This design comes from an exercise in tuning for small area, a short achievable clock period and few clock cycles per item on the open sky130 flow, not from production work. Function was checked by simulation only, so behaviour that the tests miss may differ from the original.

==> inputs of violet <==
==> flow/design.v (excerpt) <==
module lz_frame_auth (
    input  wire         clk,
    input  wire         rst,           
    input  wire [127:0] key,           
    input  wire         crc_mode,      
    input  wire         in_valid,
    output wire         in_ready,
    input  wire [35:0]  in_word,
    input  wire         in_last,
    output wire         tag_valid,
    input  wire         tag_ready,
    output wire [35:0]  auth0,         
    output wire [35:0]  auth1          
);
==> flow/config.mk <==
export PLATFORM = sky130hd
export DESIGN_NAME = lz_frame_auth
export DESIGN_NICKNAME = lz_frame_auth
export VERILOG_FILES = /design/flow/design.v
export SDC_FILE = /design/flow/constraint.sdc
export NUM_CORES = 8
export LEC_CHECK = 0
export CAP_MARGIN = 20
export CORE_MARGIN = 2
export CORE_UTILIZATION = 40
export CTS_BUF_LIST = sky130_fd_sc_hd__clkbuf_4
export PLACE_DENSITY = 0.6
export SETUP_SLACK_MARGIN = 4
export SLEW_MARGIN = 20
==> flow/constraint.sdc <==
create_clock -name core_clock -period 10.0 [get_ports {clk}]
set_input_delay 2.0000 -clock core_clock [delete_from_list [all_inputs] [get_ports {clk}]]
set_output_delay 2.0000 -clock core_clock [all_outputs]
set_load 0.01 [all_outputs]
standard.sh (not shown) runs the stock make flow with config.mk's settings and CLKGATE_MAP_FILE= SYNTH_SCRIPT=/design/flow/synth_recipe.tcl, a recipe that flattens the netlist after the stock synthesis.
==> flow/flow/run.sh <==
#!/bin/bash
# Layout flow: the standard flow (standard.sh), with three changes:
#  - synthesis maps the logic with an area-oriented ABC script
#    (flow/abc_area.script) in place of ORFS's speed script; everything else
#    in synthesis (yosys passes, flip-flop mapping, flattening, renaming) is
#    the standard synth_recipe.tcl, so the registers are the standard ones;
#  - the port buffers are sky130_fd_sc_hd__buf_2 (every input and output
#    port still gets one);
#  - clock tree synthesis uses sky130_fd_sc_hd__clkbuf_4 and adds no dummy
#    loads (the clock still reaches every register through buffers).
# Each tool's output goes to its own log here; ORFS's own logs are under
# orfs/logs.
set -euo pipefail
W=$PWD
F=$W/flow

export BUFFER_PORTS_ARGS="-buffer_cell sky130_fd_sc_hd__buf_2"
export CTS_ARGS="-sink_clustering_enable -repair_clock_nets -buf_list sky130_fd_sc_hd__clkbuf_4 -dont_use_dummy_load"

# synth.tcl from ORFS with the ABC script swapped
sed "s#^source \$::env(SCRIPTS_DIR)/synth_preamble.tcl#source \$::env(SCRIPTS_DIR)/synth_preamble.tcl\nset abc_args [lreplace \$abc_args 1 1 $F/abc_area.script]#" \
    "$FLOW_HOME/scripts/synth.tcl" > $W/own_synth_core.tcl
grep -q "abc_area.script" $W/own_synth_core.tcl
# synth_recipe.tcl, sourcing that copy
sed "s#source \$::env(SCRIPTS_DIR)/synth.tcl#source $W/own_synth_core.tcl#" \
    $W/synth_recipe.tcl > $W/own_synth.tcl
grep -q "own_synth_core.tcl" $W/own_synth.tcl

# the make call of standard.sh, with our synthesis script, for synthesis only
MAKECMD=$(grep -m1 '^make ' $W/standard.sh | sed "s#SYNTH_SCRIPT=[^ ]*#SYNTH_SCRIPT=$W/own_synth.tcl#; s#\"\${@:-finish}\"##")
echo "$MAKECMD synth" > $W/own_synth_cmd.txt
eval "$MAKECMD synth" > $W/own_synth.log 2>&1

# the rest of the standard flow reuses the synthesized netlist
bash $W/standard.sh > $W/standard.log 2>&1
==> flow/flow/abc_area.script <==
strash
&get -n
&fraig -x
&put
scorr
dc2
dretime
strash
&get -n
&dch -f
&nf -R 1000
&put
==> inputs of umber, as changes to violet <==
--- a/flow/design.v
+++ b/flow/design.v
@@ -139,16 +139,17 @@
     assign S4 = L20 ^ L22;
     assign S5 = L25 ^ L29;
     assign S6 = ~(L13 ^ L27);
     assign S7 = ~(L6 ^ L23);
     assign y = {S0, S1, S2, S3, S4, S5, S6, S7};
 endmodule
 module lz_aes_round (
     input  wire [127:0] state_in,
+    input  wire [127:0] add,         
     output wire [127:0] mixed,       
     output wire [127:0] shifted,     
     input  wire [127:0] rkey_in,     
     input  wire [7:0]   rcon,        
     output wire [127:0] rkey_out     
 );
     wire [31:0] w0 = rkey_in[127:96];
     wire [31:0] w1 = rkey_in[95:64];
@@ -184,22 +185,23 @@
     endgenerate
     generate
         for (c = 0; c < 4; c = c + 1) begin : g_mix
             for (r = 0; r < 4; r = r + 1) begin : g_out
                 wire [7:0] p  = sr[4*c + r];
                 wire [7:0] q  = sr[4*c + (r+1)%4];
                 wire [7:0] u  = sr[4*c + (r+2)%4];
                 wire [7:0] v  = sr[4*c + (r+3)%4];
+                wire [7:0] kk = add[127-32*c-8*r -: 8];
                 for (b = 0; b < 8; b = b + 1) begin : g_bit
                     wire lo = (b == 0) ? 1'b0 : (p[(b+7)%8] ^ q[(b+7)%8]);
                     wire hi = (b == 0 || b == 1 || b == 3 || b == 4) ?
                               (p[7] ^ q[7]) : 1'b0;
                     assign mixed[127-32*c-8*r-7+b] =
-                        ((q[b] ^ u[b]) ^ v[b]) ^ (lo ^ hi);
+                        ((q[b] ^ u[b]) ^ (v[b] ^ kk[b])) ^ (lo ^ hi);
                 end
                 assign shifted[127-32*c-8*r -: 8] = p;
             end
         end
     endgenerate
 endmodule
 module lz_frame_auth (
     input  wire         clk,
@@ -365,16 +367,17 @@
             4'd7:    rcon = 8'h40;
             4'd8:    rcon = 8'h80;
             4'd9:    rcon = 8'h1b;
             default: rcon = 8'h36;
         endcase
     end
     lz_aes_round u_round (
         .state_in  (aes_st),
+        .add       (128'h0),
         .mixed     (rnd_mix),
         .shifted   (rnd_shift),
         .rkey_in   (load_key ? key : rkey),
         .rcon      (rcon),
         .rkey_out  (rnd_key)
     );
     reg  [31:0]  crc;
     function [31:0] crc_byte;   
--- a/flow/flow/run.sh
+++ b/flow/flow/run.sh
@@ -1,26 +1,23 @@
 #!/bin/bash
-# Layout flow: the standard flow (standard.sh), with three changes:
+# Layout flow: the standard flow (standard.sh), with two changes:
 #  - synthesis maps the logic with an area-oriented ABC script
 #    (flow/abc_area.script) in place of ORFS's speed script; everything else
 #    in synthesis (yosys passes, flip-flop mapping, flattening, renaming) is
 #    the standard synth_recipe.tcl, so the registers are the standard ones;
 #  - the port buffers are sky130_fd_sc_hd__buf_2 (every input and output
-#    port still gets one);
-#  - clock tree synthesis uses sky130_fd_sc_hd__clkbuf_4 and adds no dummy
-#    loads (the clock still reaches every register through buffers).
+#    port still gets one).
 # Each tool's output goes to its own log here; ORFS's own logs are under
 # orfs/logs.
 set -euo pipefail
 W=$PWD
 F=$W/flow
 
 export BUFFER_PORTS_ARGS="-buffer_cell sky130_fd_sc_hd__buf_2"
-export CTS_ARGS="-sink_clustering_enable -repair_clock_nets -buf_list sky130_fd_sc_hd__clkbuf_4 -dont_use_dummy_load"
 
 # synth.tcl from ORFS with the ABC script swapped
 sed "s#^source \$::env(SCRIPTS_DIR)/synth_preamble.tcl#source \$::env(SCRIPTS_DIR)/synth_preamble.tcl\nset abc_args [lreplace \$abc_args 1 1 $F/abc_area.script]#" \
     "$FLOW_HOME/scripts/synth.tcl" > $W/own_synth_core.tcl
 grep -q "abc_area.script" $W/own_synth_core.tcl
 # synth_recipe.tcl, sourcing that copy
 sed "s#source \$::env(SCRIPTS_DIR)/synth.tcl#source $W/own_synth_core.tcl#" \
     $W/synth_recipe.tcl > $W/own_synth.tcl
==> comparison table <==
quantity	violet	umber
Worst Hold Endpoint	buf_q[27]$_SDFF_PP0_	buf_q[40]$_SDFF_PP0_
Launch point of the critical path	aes_st[17]$_DFF_P_	mode$_DFF_P_
Post-detailed-routing wire length	253,000 µm	257,000 µm
DPL Wire Length	197,000 µm	199,000 µm
Multi-input gate area	49,700 µm²	49,800 µm²
Area growth from synthesis to final layout	24.6%	26.8%
Gate count of the mapped netlist	7,059	7,034
Post-DP Area	62,600 µm²	62,300 µm²
Arrival time at the worst endpoint	6.80 ns	3.92 ns
Share of cell area taken by muxes after synthesis	0.0339	0.0352
Drt initial violations	7,017	6,850
Final critical-path share of the clock period	0.604	0.592
Result of the run	complete, no violations	complete, no violations
Min-delay src	buf_q[11]$_SDFF_PP0_	buf_q[24]$_SDFF_PP0_
Adder-cell share of the synthesized area	0.0136	0.0136
Simple-gate area share of the yosys netlist	0.144	0.143
Testbench counts of violet, summed over its fixed seeds: cycles 562,890, frames 12,000.
Testbench counts of umber, summed over its fixed seeds: cycles 562,890, frames 12,000.

## static timing again, ports no longer ideal
In the flow no input, the clock included, has a driving cell. The finished layouts below were timed again as built, in two steps. Step 1 (the two cells are an assumption about what drives the block):
set clk [get_ports {clk}]
set_driving_cell -lib_cell sky130_fd_sc_hd__clkbuf_16 $clk
set_driving_cell -lib_cell sky130_fd_sc_hd__buf_2 [delete_from_list [all_inputs] $clk]
Step 2, shift: input delay + t, output delay - t, t = (earliest + latest rising clock arrival at the registers) / 2. This alone moves slack from input paths to output paths. Three values: no drivers, after step 1, after step 2; two values: the first two.
run	t, ns	setup slack, ns	hold slack, ns	pins driven straight from the clock port
violet	1.172	3.963 / 3.963 / 2.993	0.437 / 0.437 / 0.437	1
umber	1.276	4.085 / 4.008 / 3.147	0.471 / 0.471 / 0.471	1
After both steps every run listed still meets setup and hold. The setup slack of violet, which loses most, moves by 0.000 ns with the drivers and by -0.970 ns with both steps.
